Context: an optimization exercise on an open-source flow, tuned for small area, a short achievable clock period and few clock cycles per item. The choices shown serve that exercise and are no tape-out recipe.
RTL that was checked went through simulation tests only; none was proved equivalent to the original.
No functional check of the RTL was part of runs 2 to 4.

[design/flow/standard.sh]
#!/bin/bash
# synth_recipe.tcl (not shown) runs the flow's synth.tcl, then flattens the netlist and writes it again
# the make line also repeats each setting of config.mk as NAME=value (left out here)
make -C /OpenROAD-flow-scripts/flow DESIGN_CONFIG=/design/flow/config.mk WORK_HOME=/design/flow/orfs CLKGATE_MAP_FILE= SYNTH_SCRIPT=/design/flow/synth_recipe.tcl "${@:-finish}"
[design/flow/constraint.sdc]
create_clock -name core_clock -period 8.0 [get_ports {clk}]
set_input_delay 1.6000 -clock core_clock [delete_from_list [all_inputs] [get_ports {clk}]]
set_output_delay 1.6000 -clock core_clock [all_outputs]
set_load 0.01 [all_outputs]
[design/flow/flow/run.sh]
#!/bin/bash
# The standard layout (standard synthesis, floorplan, placement, CTS and
# routing), with the ports buffered by the smallest buffer cell instead of
# the clkdlybuf4s50_1 that buffer_ports picks by default.
set -euo pipefail
bash standard.sh "BUFFER_PORTS_ARGS=-buffer_cell sky130_fd_sc_hd__buf_1" finish > standard_flow.log 2>&1
[design/flow/config.mk]
export PLATFORM = sky130hd
export DESIGN_NAME = rf_siphash
export DESIGN_NICKNAME = rf_siphash
export VERILOG_FILES = /design/flow/design.v
export SDC_FILE = /design/flow/constraint.sdc
export NUM_CORES = 4
export LEC_CHECK = 0
export CAP_MARGIN = 20
export CORE_MARGIN = 2
export CORE_UTILIZATION = 60
export PLACE_DENSITY = 0.75
export SETUP_SLACK_MARGIN = 1.75
export SLEW_MARGIN = 20
[design/flow/design.v]
module rf_siphash (
    input  wire         clk,
    input  wire         rst,
    input  wire         key_we,
    input  wire [127:0] key,
    input  wire         in_valid,
    output wire         in_ready,
    input  wire [7:0]   in_prof,
    input  wire [7:0]   in_fam,
    input  wire [127:0] in_addr,
    input  wire [7:0]   in_plen,
    output wire         out_valid,
    input  wire         out_ready,
    output wire [63:0]  out_hash
);
    reg [63:0] k0, k1;
    always @(posedge clk) begin
        if (key_we) begin
            k0 <= key[63:0];
            k1 <= key[127:64];
        end
    end
    wire [31:0]  v4_mask = (in_plen >= 8'd32)  ? {32{1'b1}}  : ~({32{1'b1}}  >> in_plen[4:0]);
    wire [127:0] v6_mask = (in_plen >= 8'd128) ? {128{1'b1}} : ~({128{1'b1}} >> in_plen[6:0]);
    reg [127:0] addr_m;
    always @(*) begin
        case (in_fam)
            8'h00:   addr_m = {in_addr[127:80], 80'd0};
            8'h04:   addr_m = {in_addr[127:96] & v4_mask, 96'd0};
            8'h06:   addr_m = in_addr & v6_mask;
            default: addr_m = in_addr;
        endcase
    end
    wire [7:0] ab [0:15];
    genvar gi;
    generate
        for (gi = 0; gi < 16; gi = gi + 1) begin : g_ab
            assign ab[gi] = addr_m[127-8*gi -: 8];
        end
    endgenerate
    wire [63:0] w0 = {ab[5], ab[4], ab[3], ab[2], ab[1], ab[0], in_fam, in_prof};
    wire [63:0] w1 = {ab[13], ab[12], ab[11], ab[10], ab[9], ab[8], ab[7], ab[6]};
    wire [63:0] w2 = {8'd18, 40'd0, ab[15], ab[14]};
    reg  [63:0] v0, v1, v2, v3;
    wire [63:0] a0;
    sip_add u_a0 (.a(v0), .b(v1), .s(a0));
    wire [63:0] a1 = {v1[50:0], v1[63:51]} ^ a0;
    wire [63:0] a0r = {a0[31:0], a0[63:32]};
    wire [63:0] a2;
    sip_add u_a2 (.a(v2), .b(v3), .s(a2));
    wire [63:0] a3 = {v3[47:0], v3[63:48]} ^ a2;
    wire [63:0] b0;
    sip_add u_b0 (.a(a0r), .b(a3), .s(b0));
    wire [63:0] b2;
    sip_add u_b2 (.a(a2), .b(a1), .s(b2));
    wire [63:0] a3r = {a3[42:0], a3[63:43]};
    wire [63:0] a1r = {a1[46:0], a1[63:47]};
    wire [63:0] b2r = {b2[31:0], b2[63:32]};
    wire [63:0] b3 = a3r ^ b0;
    wire [63:0] b1 = a1r ^ b2;
    wire [63:0] hx = b1 ^ a3r ^ b2r;
    reg        busy;
    reg [3:0]  cnt;
    reg        ovalid;
    reg [63:0] hash;
    wire last   = busy && (cnt == 4'd9);
    wire take   = busy && (cnt == 4'd5);      
    wire accept = take && !ovalid;
    wire redo   = take && ovalid;
    wire start  = (!busy || last) && in_valid;
    wire init   = start || redo;
    assign in_ready  = accept;
    assign out_valid = ovalid;
    assign out_hash  = hash;
    wire [63:0] x0 = (cnt == 4'd1) ? w0 : (cnt == 4'd3) ? w1 : (cnt == 4'd5) ? w2 : 64'd0;
    wire [63:0] x3 = (cnt == 4'd1) ? w1 : (cnt == 4'd3) ? w2 : 64'd0;
    wire [63:0] x2 = (cnt == 4'd5) ? 64'h00000000000000ff : 64'd0;
    always @(posedge clk) begin
        if (init) begin
            v0 <= k0 ^ 64'h736f6d6570736575;
            v1 <= k1 ^ 64'h646f72616e646f6d;
            v2 <= k0 ^ 64'h6c7967656e657261;
            v3 <= k1 ^ 64'h7465646279746573 ^ w0;
        end else begin
            v0 <= b0 ^ x0;
            v1 <= b1;
            v2 <= b2r ^ x2;
            v3 <= b3 ^ x3;
        end
        if (last)
            hash <= hx;
    end
    always @(posedge clk) begin
        if (rst) begin
            busy   <= 1'b0;
            cnt    <= 4'd0;
            ovalid <= 1'b0;
        end else begin
            if (init)
                cnt <= 4'd0;
            else
                cnt <= cnt + 4'd1;
            if (start)
                busy <= 1'b1;
            else if (last)
                busy <= 1'b0;
            if (last)
                ovalid <= 1'b1;
            else if (out_ready)
                ovalid <= 1'b0;
        end
    end
endmodule
module sip_add (
    input  wire [63:0] a,
    input  wire [63:0] b,
    output wire [63:0] s
);
    wire [63:0] p = a ^ b;
    reg  [63:0] g, q;
    integer l, i, j;
    always @(*) begin
        g = a & b;
        q = p;
        for (l = 0; l < 6; l = l + 1)
            for (i = 0; i < 64; i = i + 1)
                if (i & (1 << l)) begin
                    j = (i & ~((1 << l) - 1)) - 1;
                    g[i] = g[i] | (q[i] & g[j]);
                    q[i] = q[i] & q[j];
                end
    end
    assign s = p ^ {g[62:0], 1'b0};
endmodule
==> results of run 1 <==
## worst max path at each step
stage	from	endpoint	slack (ns)	depth (start not counted)
6_report	v3[5]$_DFF_P_	v0[41]$_DFF_P_	1.65	25
5_1_grt	v1[15]$_DFF_P_	hash[53]$_DFFE_PP_	1.44	26
4_1_cts	v3[0]$_DFF_P_	v3[58]$_DFF_P_	1.74	28
3_5_place_dp	v1[0]$_DFF_P_	hash[10]$_DFFE_PP_	0.53	24
3_3_place_gp	v1[0]$_DFF_P_	hash[10]$_DFFE_PP_	0.53	24
2_1_floorplan	v3[0]$_DFF_P_	hash[63]$_DFFE_PP_	2.21	24
## synthesized netlist by cell type (24+ instances only)
cell type  instances
nand3_1           43
dfxtp_1          262
a21oi_1          262
fa_1              24
o21bai_1          29
o211ai_1          39
o21ai_0          255
nand2_1          295
xnor2_1          434
edfxtp_1         192
xor2_1           352
inv_1            102
a21o_1            72
o22ai_1           72
nor2_1           267
ha_1             250
o21a_1            35
nor3_1            41
clkbuf_1          87
## per-layer routing
metal | part of all wire (%) | vias to the layer above
li1 | - | 13170
met1 | 35 | 15010
met2 | 37 | 3260
met3 | 19 | 674
met4 | 7.8 | 14
met5 | 0.13 | -
## timing repair
item,CTS,global route
pin swaps,63,80
gates cloned,0,0
buffers inserted,52,52
endpoints found under the setup margin,226,174
hold buffers,0,0
gates resized for setup,176,192
## stage by stage
step / util, % / hold WS [ns]
floorplan: - / 0.4208
global placement: 66.04 / 0.4508
detailed placement: 66.04 / 0.4418
CTS: 72.10 / 0.4744
global route: 74.75 / 0.5137
finish: 74.81 / 0.5064
## worst min-delay path, stage by stage (launching register included)
cell      delay (ns)
edfxtp_1        0.32
nand2_1         0.08
o21ai_0         0.07
## sequential cells by signal (all words and copies together) (netlist names)
name,flops
busy,1
v1,64
v0,64
ovalid,1
k1,64
v3,64
hash,64
v2,64
cnt,4
k0,64
## kinds of logic after synthesis
logic type / after synthesis
multiplexers: 20
XOR/XNOR: 810
AO/OA/AOI/OAI: 902
buffers and inverters: 202
flip-flops: 454
AND/OR/NAND/NOR: 806
adder cells (fa/ha/maj): 274
## placed cells by master (no fill, tap or decap), drive strengths merged, types with 24 or more instances in the layout
cell    count
dfxtp     262
clkbuf     73
ha        250
inv       104
edfxtp    192
buf       567
nand3      43
o211ai     39
nand2     295
a21o       72
nor3       41
fa         24
o22ai      73
o21bai     29
xnor2     440
nor2      270
xor2      358
a21oi     265
o21a       35
o21ai     271
## layout make-up
class	instances	area [sq um]
Multi-Input combinational cell	2812	22380
Inverter	102	382.9
Fill cell	3857	13270
Antenna cell	12	30.03
Clock inverter	23	242.7
Clock buffer	72	1448
Sequential cell	454	11030
Timing Repair Buffer	568	3017
Tap cell	688	860.8
==> flow_summary.json, run 1 <==
{
  "status": "finished clean",
  "layout_worst_path_cycle_share_pct": 79.40,
  "grt_overflow_total": 0,
  "critPathMaxStageDelay_ns": 0.56,
  "placed_area_sq_um": 34780,
  "crit_buf_inv": 4,
  "post-dp-hpwl_um": 126400,
  "first_global_vias": 28770,
  "r2r_cells": 25,
  "maxCapViolations": 0,
  "wl_per_cell_um": 33.17,
  "use_met1_pct": 69.43,
  "use_met2_pct": 71.27,
  "core_sq_um": 52660,
  "row_count": 84,
  "io_pins": 351,
  "synth_simple_gate_area_share_pct": 11.18,
  "synth.area.top_cells": "edfxtp_1, dfxtp_1, xnor2_1",
  "start_util_pct": 60.86,
  "post-synth-top-area-cell": "edfxtp_1",
  "finalHoldViolations": 0,
  "chipHeight_um": 235.1,
  "drtPass1Iterations": 7,
  "vias_per_cell": 6.791,
  "ys_warn_count": 2,
  "fin_cells": 4731,
  "min_period_ns": 6.352,
  "crit_path_start_kind": "register",
  "gr-usage-all-layers_pct": 54.12,
  "grt_setup_unrepaired": "true",
  "muxShareOfSynthArea_pct": 0.6325,
  "ys.flop_type": "dfxtp_1",
  "cts.path.max_buffers": 3,
  "final_area_sq_um": 39390,
  "tns_ns": 0,
  "drt-total-wl_um": 156900,
  "worstReg2RegEnd": "v0[41]$_DFF_P_",
  "io_buffer_count": 350,
  "met3_usage_pct": 28.65,
  "final-setup-viol-count": 0,
  "synthDistinctLibCells": 87,
  "grt_max_degree": 174,
  "r2r_slack_ns": 1.65,
  "ys_ff_latch": 454,
  "fin_nets": 4548,
  "syn_to_final_growth_pct": 22.91,
  "htree_levels": 2,
  "finalMaxSlewViolations": 0,
  "slowest_stage": "dfxtp_1",
  "crit_required_ns": 8.47,
  "hold_class": "reg -> reg",
  "fmax_ghz": 0.1574,
  "synth_edf_count": 192,
  "drt-initial-drc-count": 5735,
  "synth_area_sq_um": 32050,
  "synthXorXnorAreaFrac_pct": 22.97,
  "path_class": "reg -> reg",
  "finClkSkew_ns": 0.02041,
  "synth_top_family_by_area": "XOR/XNOR gates",
  "grt_antenna_before_repair": 12,
  "top_usage_layer": "met2",
  "hold_depth": 2,
  "worst_slew_pin_slew_ns": 1.353,
  "synth_compound_area_share_pct": 17.23,
  "cts_tree": "done",
  "slew_headroom_pct": 9.490,
  "syn-num-nets": 4027,
  "fp.dieArea_sq_um": 55280,
  "worstSkewPairLatency_ns": 0.63,
  "pre_cts_slack_ns": 0.5310,
  "drc": 0,
  "fp.dieW_um": 235.1,
  "synthArstFlopShare_pct": 0,
  "yosys.area.top_type_share_pct": 17.99,
  "ant_nets": 0,
  "placed_cells": 4520,
  "rr_startpoint": "v3[5]$_DFF_P_",
  "netlist_instances": 3468,
  "ys_seq_area_share_pct": 34.36,
  "cts.sinks": 454,
  "cp-end-kind": "register",
  "cts_made_buffers": 51,
  "arrival_ns": 6.82,
  "vias": 32130,
  "cts.clk_slew.worst_paths_ns": 0.06,
  "fin_ws_ns": 1.648,
  "crit_fanout": 6,
  "grt_pass1_wl_um": 209200,
  "hp-start": "k0[52]$_DFFE_PP_",
  "gp_congestion": 1.138,
  "crit_family": "compound AO/OA/AOI/OAI gates",
  "synth_fa_ha_area_share_pct": 11.26,
  "final_layout_size_suffix_gt1_share_pct": 16.13,
  "synth.avg_cell_area_sq_um": 9.241,
  "min_to": "v0[52]$_DFF_P_",
  "root_buffer": "clkbuf_16"
}
Testbench counts, summed over its fixed seeds: cycles 20,496, items 2,048.
==> inputs of run 2 (changes only) <==
--- a/design/flow/design.v
+++ b/design/flow/design.v
@@ -44,13 +44,9 @@
     reg  [63:0] v0, v1, v2, v3;
-    wire [63:0] a0;
-    sip_add u_a0 (.a(v0), .b(v1), .s(a0));
+    wire [63:0] a0 = v0 + v1;
     wire [63:0] a1 = {v1[50:0], v1[63:51]} ^ a0;
     wire [63:0] a0r = {a0[31:0], a0[63:32]};
-    wire [63:0] a2;
-    sip_add u_a2 (.a(v2), .b(v3), .s(a2));
+    wire [63:0] a2 = v2 + v3;
     wire [63:0] a3 = {v3[47:0], v3[63:48]} ^ a2;
-    wire [63:0] b0;
-    sip_add u_b0 (.a(a0r), .b(a3), .s(b0));
-    wire [63:0] b2;
-    sip_add u_b2 (.a(a2), .b(a1), .s(b2));
+    wire [63:0] b0 = a0r + a3;
+    wire [63:0] b2 = a2 + a1;
     wire [63:0] a3r = {a3[42:0], a3[63:43]};
@@ -60,3 +56,3 @@
     wire [63:0] b1 = a1r ^ b2;
-    wire [63:0] hx = b1 ^ a3r ^ b2r;
+    wire [63:0] hx = a3r ^ a1r ^ b2 ^ b2r;
     reg        busy;
@@ -113,22 +109 @@
 endmodule
-module sip_add (
-    input  wire [63:0] a,
-    input  wire [63:0] b,
-    output wire [63:0] s
-);
-    wire [63:0] p = a ^ b;
-    reg  [63:0] g, q;
-    integer l, i, j;
-    always @(*) begin
-        g = a & b;
-        q = p;
-        for (l = 0; l < 6; l = l + 1)
-            for (i = 0; i < 64; i = i + 1)
-                if (i & (1 << l)) begin
-                    j = (i & ~((1 << l) - 1)) - 1;
-                    g[i] = g[i] | (q[i] & g[j]);
-                    q[i] = q[i] & q[j];
-                end
-    end
-    assign s = p ^ {g[62:0], 1'b0};
-endmodule
==> design/flow/run.sh (new file) <==
#!/bin/bash
# synth_recipe.tcl (not shown) runs the flow's synth.tcl, then flattens the netlist and writes it again
# the make line also repeats each setting of config.mk as NAME=value (left out here)
make -C /OpenROAD-flow-scripts/flow DESIGN_CONFIG=/design/flow/config.mk WORK_HOME=/design/flow/orfs CLKGATE_MAP_FILE= SYNTH_SCRIPT=/design/flow/synth_recipe.tcl finish
--- a/design/flow/config.mk
+++ b/design/flow/config.mk
@@ -9,5 +9,4 @@
 export CORE_MARGIN = 2
-export CORE_UTILIZATION = 60
-export PLACE_DENSITY = 0.75
-export SETUP_SLACK_MARGIN = 1.75
+export CORE_UTILIZATION = 40
+export SETUP_SLACK_MARGIN = 0.2
 export SLEW_MARGIN = 20
removed: design/flow/flow/run.sh
removed: design/flow/standard.sh
==> run 2 against run 1 <==
Compared with the run above: critical path depth is 3 higher; design area increased by 19%.
==> flow_summary.json, run 2 <==
{
  "cts.path.max_buffers": 3,
  "io_pins": 351,
  "layout_commonest_cell": "xnor2_1",
  "fp.dieW_um": 307.8,
  "cts.clk_slew.worst_paths_ns": 0.06,
  "htree_levels": 2,
  "grt_pass1_wl_um": 321700,
  "drt-initial-drc-count": 6488,
  "path_class": "reg -> reg",
  "min_period_ns": 7.743,
  "drtPass1Iterations": 7,
  "yosys.area.top_type_share_pct": 15.62,
  "synth_area_sq_um": 36910,
  "finish.utilization_pct": 51.02,
  "status": "finished clean",
  "slowest_stage": "xor2_1",
  "grt_setup_unrepaired": "true",
  "wl_per_cell_um": 39.64,
  "syn_to_final_growth_pct": 26.54,
  "critPathMaxStageDelay_ns": 0.69,
  "arrival_ns": 8.18,
  "worstSkewPairLatency_ns": 0.70,
  "fin_cells": 6248,
  "io_buffer_count": 350,
  "layout_worst_path_cycle_share_pct": 96.78,
  "fin_nets": 5546,
  "fp.dieArea_sq_um": 94710,
  "finalHoldViolations": 0,
  "crit_path_start_kind": "register",
  "final_layout_size_suffix_gt1_share_pct": 12.81,
  "cts_made_buffers": 56,
  "cp-end-kind": "register",
  "finalMaxSlewViolations": 0,
  "crit_family": "XOR/XNOR gates",
  "grt_antenna_before_repair": 24,
  "crit_top_cell": "buf_4",
  "final_area_sq_um": 46700,
  "synthTopCellsByCount": "xnor2_1, nand2_1, a21oi_1",
  "synth.area.top_cells": "edfxtp_1, dfxtp_1, xnor2_1",
  "finClkSkew_ns": 0.04554,
  "ys_ff_latch": 454,
  "vias_per_cell": 6.428,
  "grt_max_degree": 144,
  "hold_class": "reg -> reg",
  "syn-num-nets": 4882,
  "gr-usage-all-layers_pct": 50.89,
  "maxCapViolations": 0,
  "drc": 0,
  "row_count": 111,
  "synth.avg_cell_area_sq_um": 8.506,
  "ys.flop_type": "dfxtp_1",
  "ys_warn_count": 1,
  "ant_nets": 0,
  "yosysMostFrequentCell": "xnor2_1",
  "pre_cts_slack_ns": 0.4679,
  "ys_seq_area_share_pct": 29.83,
  "drt-total-wl_um": 247700,
  "post-synth-top-area-cell": "edfxtp_1",
  "postCtsSetupRepairBufs": 0,
  "holdWs_ns": 0.4852,
  "synthDistinctLibCells": 107,
  "fmax_ghz": 0.1292,
  "placed_cells": 6130,
  "cts.sinks": 454,
  "seq_area_sq_um": 11010,
  "core_sq_um": 91520,
  "crit_fanout": 4,
  "chipHeight_um": 307.8,
  "netlist_instances": 4339,
  "multi_input_area_sq_um": 24970,
  "final-setup-viol-count": 0,
  "slew_headroom_pct": 9.990,
  "fin_ws_ns": 0.2572,
  "fillers": 8843,
  "start_util_pct": 40.32,
  "crit_buf_inv": 5,
  "gp_congestion": 1.219,
  "synthArstFlopShare_pct": 0,
  "crit_required_ns": 8.44,
  "mostFrequentLayoutCells": "xnor2_1, buf_4, nand2_1, a21oi_1, o21ai_0",
  "vias": 40170,
  "grt_overflow_total": 0,
  "post-dp-hpwl_um": 213000,
  "first_global_vias": 36770,
  "synth_edf_count": 192,
  "root_buffer": "clkbuf_16",
  "tns_ns": 0,
  "cts_tree": "done",
  "worst_slew_pin_slew_ns": 1.346,
  "placed_area_sq_um": 44660
}
run 2: per-layer routing:
metal,up-vias,part of all wire (%),GRT usage [%]
li1,16860,-,-
met1,19170,37,62.00
met2,3267,38,69.64
met3,847,14,18.97
met4,20,11,44.47
met5,-,0.12,1.447
run 2: what timing repair did:
item	4_1_cts	5_1_grt
hold buffers	0	0
resized for setup	0	7
setup endpoints to repair	0	19
run 2: cell type report:
class,count,area share [%]
Tap cell,1186,3.178
Clock inverter,36,0.8467
Multi-Input combinational cell,3597,53.47
Clock buffer,70,3.288
Inverter,95,0.7636
Sequential cell,454,23.58
Timing Repair Buffer,799,14.82
Antenna cell,11,0.05894
run 2: path summary, 6_finish.rpt:
kind              startpoint                 to  slack [ns]  cells after the start
min reg2reg  k0[6]$_DFFE_PP_      v2[6]$_DFF_P_        0.49                      1
max reg2reg    v1[0]$_DFF_P_  hash[1]$_DFFE_PP_        0.26                     28
max            v1[0]$_DFF_P_  hash[1]$_DFFE_PP_        0.26                     28
min          k0[6]$_DFFE_PP_      v2[6]$_DFF_P_        0.49                      1
run 2: logic make-up after synthesis:
kind of cell	count (synthesis)	share of synthesized area, %
compound gates	1348	22.81
xor+xnor	850	21.08
fa+ha+maj	258	8.828
buf+inv	288	2.983
flops	454	29.83
mux	26	0.7120
simple gates	1115	13.75
==> inputs of run 3 (changes only) <==
--- a/design/flow/design.v
+++ b/design/flow/design.v
@@ -44,15 +44,18 @@
     reg  [63:0] v0, v1, v2, v3;
-    wire [63:0] a0 = v0 + v1;
-    wire [63:0] a1 = {v1[50:0], v1[63:51]} ^ a0;
+    wire [63:0] p_a0, c_a0, p_a2, c_a2, p_b0, c_b0, p_b2, c_b2;
+    sip_pc u_a0 (.a(v0), .b(v1), .p(p_a0), .c(c_a0));
+    sip_pc u_a2 (.a(v2), .b(v3), .p(p_a2), .c(c_a2));
+    wire [63:0] v1r13 = {v1[50:0], v1[63:51]};
+    wire [63:0] v3r16 = {v3[47:0], v3[63:48]};
+    wire [63:0] a0  = p_a0 ^ c_a0;
+    wire [63:0] a1  = c_a0 ^ (p_a0 ^ v1r13);
+    wire [63:0] a2  = p_a2 ^ c_a2;
+    wire [63:0] a3  = c_a2 ^ (p_a2 ^ v3r16);
     wire [63:0] a0r = {a0[31:0], a0[63:32]};
-    wire [63:0] a2 = v2 + v3;
-    wire [63:0] a3 = {v3[47:0], v3[63:48]} ^ a2;
-    wire [63:0] b0 = a0r + a3;
-    wire [63:0] b2 = a2 + a1;
+    wire [63:0] a1r = {a1[46:0], a1[63:47]};
     wire [63:0] a3r = {a3[42:0], a3[63:43]};
-    wire [63:0] a1r = {a1[46:0], a1[63:47]};
-    wire [63:0] b2r = {b2[31:0], b2[63:32]};
-    wire [63:0] b3 = a3r ^ b0;
-    wire [63:0] b1 = a1r ^ b2;
-    wire [63:0] hx = a3r ^ a1r ^ b2 ^ b2r;
+    sip_pc u_b0 (.a(a0r), .b(a3), .p(p_b0), .c(c_b0));
+    sip_pc u_b2 (.a(a2),  .b(a1), .p(p_b2), .c(c_b2));
+    wire [63:0] p_b2r = {p_b2[31:0], p_b2[63:32]};
+    wire [63:0] c_b2r = {c_b2[31:0], c_b2[63:32]};
     reg        busy;
@@ -73,2 +76,7 @@
     wire [63:0] x2 = (cnt == 4'd5) ? 64'h00000000000000ff : 64'd0;
+    wire [63:0] n0 = c_b0  ^ (p_b0 ^ x0);
+    wire [63:0] n1 = c_b2  ^ (p_b2 ^ a1r);
+    wire [63:0] n2 = c_b2r ^ (p_b2r ^ x2);
+    wire [63:0] n3 = c_b0  ^ (p_b0 ^ a3r ^ x3);
+    wire [63:0] hx = (c_b2 ^ c_b2r) ^ (p_b2 ^ p_b2r ^ a1r ^ a3r);
     always @(posedge clk) begin
@@ -80,6 +88,6 @@
         end else begin
-            v0 <= b0 ^ x0;
-            v1 <= b1;
-            v2 <= b2r ^ x2;
-            v3 <= b3 ^ x3;
+            v0 <= n0;
+            v1 <= n1;
+            v2 <= n2;
+            v3 <= n3;
         end
@@ -109 +117,23 @@
 endmodule
+module sip_pc (
+    input  wire [63:0] a,
+    input  wire [63:0] b,
+    output wire [63:0] p,
+    output wire [63:0] c
+);
+    reg  [63:0] g, q;
+    integer l, i, j;
+    assign p = a ^ b;
+    always @(*) begin
+        g = a & b;
+        q = a ^ b;
+        for (l = 0; l < 6; l = l + 1)
+            for (i = 0; i < 64; i = i + 1)
+                if (i & (1 << l)) begin
+                    j = (i & ~((1 << l) - 1)) - 1;
+                    g[i] = g[i] | (q[i] & g[j]);
+                    q[i] = q[i] & q[j];
+                end
+    end
+    assign c = {g[62:0], 1'b0};
+endmodule
==> design/flow/flow/run.sh (new file) <==
#!/bin/bash
# The standard layout (standard synthesis, floorplan, placement, CTS and
# routing), with the ports buffered by the smallest buffer cell instead of
# the clkdlybuf4s50_1 that buffer_ports picks by default.
set -euo pipefail
bash standard.sh "BUFFER_PORTS_ARGS=-buffer_cell sky130_fd_sc_hd__buf_1" finish > standard_flow.log 2>&1
==> design/flow/standard.sh (new file) <==
#!/bin/bash
# synth_recipe.tcl (not shown) runs the flow's synth.tcl, then flattens the netlist and writes it again
# the make line also repeats each setting of config.mk as NAME=value (left out here)
make -C /OpenROAD-flow-scripts/flow DESIGN_CONFIG=/design/flow/config.mk WORK_HOME=/design/flow/orfs CLKGATE_MAP_FILE= SYNTH_SCRIPT=/design/flow/synth_recipe.tcl "${@:-finish}"
--- a/design/flow/config.mk
+++ b/design/flow/config.mk
@@ -9,4 +9,5 @@
 export CORE_MARGIN = 2
-export CORE_UTILIZATION = 40
-export SETUP_SLACK_MARGIN = 0.2
+export CORE_UTILIZATION = 55
+export PLACE_DENSITY = 0.7
+export SETUP_SLACK_MARGIN = 1.5
 export SLEW_MARGIN = 20
removed: design/flow/run.sh
==> run 3 against run 2 <==
Compared with the run above: area after synthesis is 13% lower; critical path depth is 2 lower; register-to-register slack better by 1.2 ns; utilization is 16 points higher.
==> flow_summary.json, run 3 <==
{
  "status": "finished clean",
  "synth_edf_count": 192,
  "ys_seq_area_share_pct": 34.26,
  "mostFrequentLayoutCells": "xnor2_1, buf_1, xor2_1, nand2_1, o21ai_0",
  "crit_path_start": "v1[5]$_DFF_P_",
  "core_sq_um": 57700,
  "row_count": 88,
  "cts.clk_slew.worst_paths_ns": 0.06,
  "r2r_slack_ns": 1.42,
  "cts_made_buffers": 52,
  "crit_required_ns": 8.51,
  "netlist_instances": 3471,
  "grt_pass1_wl_um": 210200,
  "layout_commonest_cell": "xnor2_1",
  "min_period_ns": 6.580,
  "fin_nets": 4523,
  "post-dp-hpwl_um": 130500,
  "synth_area_sq_um": 32140,
  "ys_ff_latch": 454,
  "ys.flop_type": "dfxtp_1",
  "first_global_vias": 28110,
  "fmax_ghz": 0.1520,
  "yosysMostFrequentCell": "xnor2_1",
  "worstSkewPairLatency_ns": 0.63,
  "maxCapViolations": 0,
  "ys_warn_count": 2,
  "io_buffer_count": 350,
  "layout_worst_path_cycle_share_pct": 82.25,
  "drt-initial-drc-count": 5140,
  "multi_input_area_sq_um": 21650,
  "htree_levels": 2,
  "finClkSkew_ns": 0.02970,
  "final_layout_size_suffix_gt1_share_pct": 12.72,
  "synthArstFlopShare_pct": 0,
  "yosys.area.top_type_share_pct": 17.94,
  "drt-total-wl_um": 158700,
  "synthDistinctLibCells": 88,
  "wl_per_cell_um": 33.17,
  "slew_headroom_pct": 11.96,
  "worst_slew_pin_slew_ns": 1.316,
  "grt_max_degree": 132,
  "grt_antenna_before_repair": 15,
  "endpoint": "v3[19]$_DFF_P_",
  "final-setup-viol-count": 0,
  "synthTopCellsByCount": "xnor2_1, xor2_1, nand2_1",
  "cp-end-kind": "register",
  "drc": 0,
  "ant_nets": 0,
  "crit_path_start_kind": "register",
  "synth.avg_cell_area_sq_um": 9.259,
  "arrival_ns": 7.09,
  "gp_congestion": 1.177,
  "tns_ns": 0,
  "seq_area_sq_um": 11030,
  "finalHoldViolations": 0,
  "crit_fanout": 4,
  "gr-usage-all-layers_pct": 50.75,
  "path_class": "reg -> reg",
  "worstReg2RegEnd": "v3[19]$_DFF_P_",
  "hold_class": "reg -> reg",
  "post-synth-top-area-cell": "edfxtp_1",
  "syn-num-nets": 4027,
  "vias": 31440,
  "drtPass1Iterations": 9,
  "io_pins": 351,
  "start_util_pct": 55.71,
  "cts_tree": "done",
  "grt_overflow_total": 0,
  "r2r_cells": 26,
  "vias_per_cell": 6.570,
  "cts.sinks": 454,
  "fp.dieArea_sq_um": 60390,
  "root_buffer": "clkbuf_16",
  "synth.area.top_cells": "edfxtp_1, dfxtp_1, xnor2_1",
  "chipHeight_um": 245.7,
  "cts.path.max_buffers": 3,
  "syn_to_final_growth_pct": 20.10,
  "rr_startpoint": "v1[5]$_DFF_P_",
  "grt_setup_unrepaired": "true",
  "fillers": 4786,
  "fp.dieW_um": 245.7,
  "finalMaxSlewViolations": 0
}
-- run 3: cell types whose count changed after synthesis, sizes merged, moves of 25 or more --
cell / delta
a21oi: -145
nand2: -113
a21o: -93
nor2: -80
clkbuf: -79
o21ai: -72
nand4: -37
a31oi: -27
a211oi: -26
and3: -26
nand3: -26
o21bai: -25
xnor2: -25
-- run 3: how the worst min path moves through the flow --
stage / end / from / cells past startpoint / slack, ns
6_report: v2[60]$_DFF_P_ / k0[60]$_DFFE_PP_ / 2 / 0.49
5_1_grt: v0[6]$_DFF_P_ / k0[6]$_DFFE_PP_ / 1 / 0.49
4_1_cts: v0[6]$_DFF_P_ / k0[6]$_DFFE_PP_ / 1 / 0.48
3_5_place_dp: v2[60]$_DFF_P_ / k0[60]$_DFFE_PP_ / 2 / 0.47
3_3_place_gp: v0[6]$_DFF_P_ / k0[6]$_DFFE_PP_ / 1 / 0.46
2_1_floorplan: v2[10]$_DFF_P_ / k0[10]$_DFFE_PP_ / 2 / 0.42
-- run 3: routing by layer --
metal / vias to the layer above / wire (um) / global-route usage [%]
met4: 22 / 11180 / 28.38
li1: 13200 / - / -
met3: 570 / 28680 / 24.81
met2: 2867 / 59350 / 66.40
met1: 14770 / 59360 / 67.21
met5: - / 146 / 0
-- run 3: cell families after synthesis --
kind of cell    synth area share [%]
compound gates                 17.51
xor+xnor                       23.41
simple gates                   10.94
flops                          34.26
fa+ha+maj                      10.95
buf+inv                        2.464
mux                           0.4710
-- run 3: metrics by stage --
stage	utilization [%]	cell area, sq um	std cells	hold WS, ns	worst slack [ns]
after CTS	64.98	37490	4731	0.4823	1.472
after floorplan	-	32140	3471	0.4208	1.831
after global placement	60.85	35110	4618	0.4573	0.6479
after global routing	66.86	38570	4774	0.4873	1.374
final	66.90	38600	4785	0.4859	1.420
after detailed placement	60.85	35110	4618	0.4671	0.4655
-- run 3: area by class of cell --
class                           instances  area share, %
Antenna cell                           11        0.07131
Clock buffer                           70          3.786
Clock inverter                         26         0.6094
Inverter                              107          1.047
Multi-Input combinational cell       2806          56.08
Sequential cell                       454          28.57
Tap cell                              765          2.480
Timing Repair Buffer                  546          7.361
-- run 3: timing repair --
item,in CTS,in global routing
endpoints found under the setup margin,196,147
hold buffers,0,0
resized for setup,97,130
buffers inserted,17,42
pin swaps,19,52
endpoints found under the hold margin,0,0
cloned,0,0
-- run 3: critical path, stage by stage, from the launching register on --
cell and delay [ns]:
dfxtp_1 0.42, ha_1 0.31, a21oi_1 0.30, nor3b_4 0.32
a21oi_4 0.14, a31oi_4 0.22, o21ai_2 0.13, a21oi_2 0.23
nor2_1 0.08, a21oi_2 0.18, inv_1 0.07, fa_1 0.43
xor2_2 0.24, ha_1 0.30, a21oi_2 0.40, nand4b_1 0.26
a31oi_4 0.18, buf_4 0.19, o21ai_1 0.27, a21boi_2 0.17
o41ai_4 0.40, nor2_1 0.09, a211oi_1 0.27, xnor2_1 0.15
xnor2_1 0.31, xnor2_1 0.09, mux2_2 0.30
==> inputs of run 4 (changes only) <==
--- a/design/flow/config.mk
+++ b/design/flow/config.mk
@@ -9,5 +9,5 @@
 export CORE_MARGIN = 2
-export CORE_UTILIZATION = 55
-export PLACE_DENSITY = 0.7
-export SETUP_SLACK_MARGIN = 1.5
+export CORE_UTILIZATION = 60
+export PLACE_DENSITY = 0.75
+export SETUP_SLACK_MARGIN = 1.75
 export SLEW_MARGIN = 20
==> run 4 against run 3 <==
Compared with the run above: design area grew 4.2%; worst setup slack lost 0.085 ns; flip-flop and latch count is the same; highest routed layer unchanged; non-clock buffer count grew 71; clock skew grew 0.0061 ns; utilization grew 9.3 points; via count grew 6.2%; still clean.
==> flow_summary.json, run 4 <==
{
  "status": "finished clean",
  "first_global_vias": 29650,
  "holdWs_ns": 0.4675,
  "grt_setup_unrepaired": "true",
  "io_buffer_count": 350,
  "gp_congestion": 1.165,
  "tns_ns": 0,
  "drc": 0,
  "layout_commonest_cell": "xnor2_1",
  "row_count": 84,
  "worst_slew_pin_slew_ns": 1.205,
  "min_period_ns": 6.665,
  "synth_fa_ha_area_share_pct": 10.95,
  "start_util_pct": 60.92,
  "netlist_instances": 3471,
  "cts_made_buffers": 52,
  "core_sq_um": 52760,
  "ys_ff_latch": 454,
  "root_buffer": "clkbuf_16",
  "drt-total-wl_um": 167800,
  "crit_path_start_kind": "register",
  "drt-initial-drc-count": 6351,
  "wl_per_cell_um": 35.08,
  "crit_fanout": 6,
  "syn_to_final_growth_pct": 25.13,
  "placed_cells": 4570,
  "synth.area.top_cells": "edfxtp_1, dfxtp_1, xnor2_1",
  "crit_required_ns": 8.56,
  "cp-end-kind": "register",
  "hold_class": "reg -> reg",
  "synth_edf_count": 192,
  "synth_simple_gate_area_share_pct": 10.94,
  "chipHeight_um": 235.4,
  "slowest_stage": "dfxtp_1",
  "fin_nets": 4594,
  "cts_hold_buffers": 0,
  "cts.path.max_buffers": 3,
  "htree_levels": 2,
  "yosysMostFrequentCell": "xnor2_1",
  "syn-num-nets": 4027,
  "muxShareOfSynthArea_pct": 0.4711,
  "drtPass1Iterations": 9,
  "synth_area_sq_um": 32140,
  "synthDistinctLibCells": 88,
  "fp.dieW_um": 235.4,
  "crit_top_cell": "buf_4",
  "slew_headroom_pct": 18.84,
  "cts_tree": "done",
  "yosys.area.top_type_share_pct": 17.94,
  "fin_cells": 4785,
  "path_class": "reg -> reg",
  "mostFrequentLayoutCells": "xnor2_1, buf_1, nand2_1, xor2_1, o21ai_0",
  "crit_buf_inv": 8,
  "ys_warn_count": 2,
  "arrival_ns": 7.23,
  "finalHoldViolations": 0,
  "grt_antenna_before_repair": 16,
  "grt_max_degree": 156,
  "ys.flop_type": "dfxtp_1",
  "gr-usage-all-layers_pct": 56.42,
  "grt_overflow_total": 0,
  "synth_top_family_by_area": "XOR/XNOR gates",
  "vias": 33380,
  "synthXorXnorAreaFrac_pct": 23.41,
  "post-synth-top-area-cell": "edfxtp_1",
  "fp.dieArea_sq_um": 55430,
  "post-dp-hpwl_um": 131600,
  "final_layout_size_suffix_gt1_share_pct": 17.54,
  "cts.sinks": 454,
  "worstSkewPairLatency_ns": 0.66,
  "io_pins": 351,
  "synth.avg_cell_area_sq_um": 9.259,
  "layout_worst_path_cycle_share_pct": 83.31,
  "finalMaxSlewViolations": 0,
  "grt_pass1_wl_um": 218000,
  "synthTopCellsByCount": "xnor2_1, xor2_1, nand2_1",
  "cts.clk_slew.worst_paths_ns": 0.06,
  "ys_seq_area_share_pct": 34.26,
  "maxCapViolations": 0,
  "finClkSkew_ns": 0.03585,
  "crit_family": "compound AO/OA/AOI/OAI gates",
  "placed_area_sq_um": 35240,
  "vias_per_cell": 6.976,
  "synth_compound_area_share_pct": 17.51,
  "ant_nets": 0,
  "final_area_sq_um": 40220,
  "synthArstFlopShare_pct": 0,
  "final-setup-viol-count": 0,
  "fmax_ghz": 0.1500,
  "critPathMaxStageDelay_ns": 0.46
}
## run 4: cell counts after synthesis
No cell type changed its count.
## run 4: timing repair
action | CTS | global route
pin swaps | 47 | 122
buffers inserted | 39 | 63
resized for setup | 173 | 244
hold endpoints to repair | 0 | 0
gates cloned | 0 | 0
endpoints found under the setup margin | 249 | 169
## run 4: area by class of cell
cell class	count	area, sq um
fillers	3669	12540
inverters	107	409.1
diodes	15	37.54
multi-input cells	2806	22620
well taps	688	860.8
clock buffers	68	1423
repair buffers	617	3373
flip-flops and latches	454	11060
clock inverters	30	431.7
## run 4: final timing paths
| check | depth (start not counted) | startpoint | slack, ns | to |
|---|---|---|---|---|
| max | 31 | v3[21]$_DFF_P_ | 1.34 | v0[61]$_DFF_P_ |
| min | 1 | k0[5]$_DFFE_PP_ | 0.47 | v2[5]$_DFF_P_ |
| max reg2reg | 31 | v3[21]$_DFF_P_ | 1.34 | v0[61]$_DFF_P_ |
| min reg2reg | 1 | k0[5]$_DFFE_PP_ | 0.47 | v2[5]$_DFF_P_ |
## run 4: worst register-to-register path: cells and delay by family (launching register included)
kind / cells / cell delay, ns
compound gates: 13 / 2.77
xor+xnor: 4 / 0.85
fa+ha+maj: 2 / 0.70
buf+inv: 8 / 1.32
flops: 1 / 0.46
simple gates: 4 / 0.47
## run 4: metal layers
metal,wire (um),GRT usage (%)
met1,57100,70.79
met2,61600,73.68
met3,33700,31.16
met4,15150,35.40
met5,288,5.887
## run 4: kinds of logic (layout without fill, tap and decap cells)
| group | count (synthesis) | in the layout |
|---|---|---|
| compound gates | 906 | 906 |
| xor+xnor | 829 | 829 |
| simple gates | 785 | 785 |
| flops | 454 | 454 |
| fa+ha+maj | 271 | 271 |
| buf+inv | 211 | 822 |
| mux | 15 | 15 |
| other cells | 0 | 15 |
## run 4: per-stage QoR
step	util [%]	setup WS (ns)
after floorplan	-	1.831
after global placement	66.78	0.5856
after detailed placement	66.79	0.3439
after CTS	72.72	1.716
after global routing	76.16	1.405
final	76.22	1.335

re-timing with driven ports:
The results above use ideal ports. As a check the final layouts listed here were re-extracted and re-timed, cells and wires unchanged.
Step 1: set_driving_cell puts a clkbuf_16 on clk and a buf_2 on each other input, an assumption about the parent block.
Step 2 adds t to the input delays and takes it off the output delays; t is the mean of the earliest and latest rising clock arrival at the registers after step 1. Input paths then give back, and output paths get back, about the clock's delay inside the block.
a / b / c = ideal ports / drivers / drivers and shift; a / b = the first two.
run	t (ns)	setup WS [ns]	worst register clock-pin slew, ns	worst slew at a driven data input, ns
run 1	0.690	1.648 / 1.648 / 1.648	0.07 / 0.07	0.08
run 2	0.754	0.257 / 0.257 / 0.257	0.08 / 0.08	0.13
run 3	0.687	1.420 / 1.420 / 1.420	0.07 / 0.07	0.08
run 4	0.710	1.335 / 1.335 / 1.335	0.07 / 0.07	0.09
After both steps every run listed still meets setup and hold.
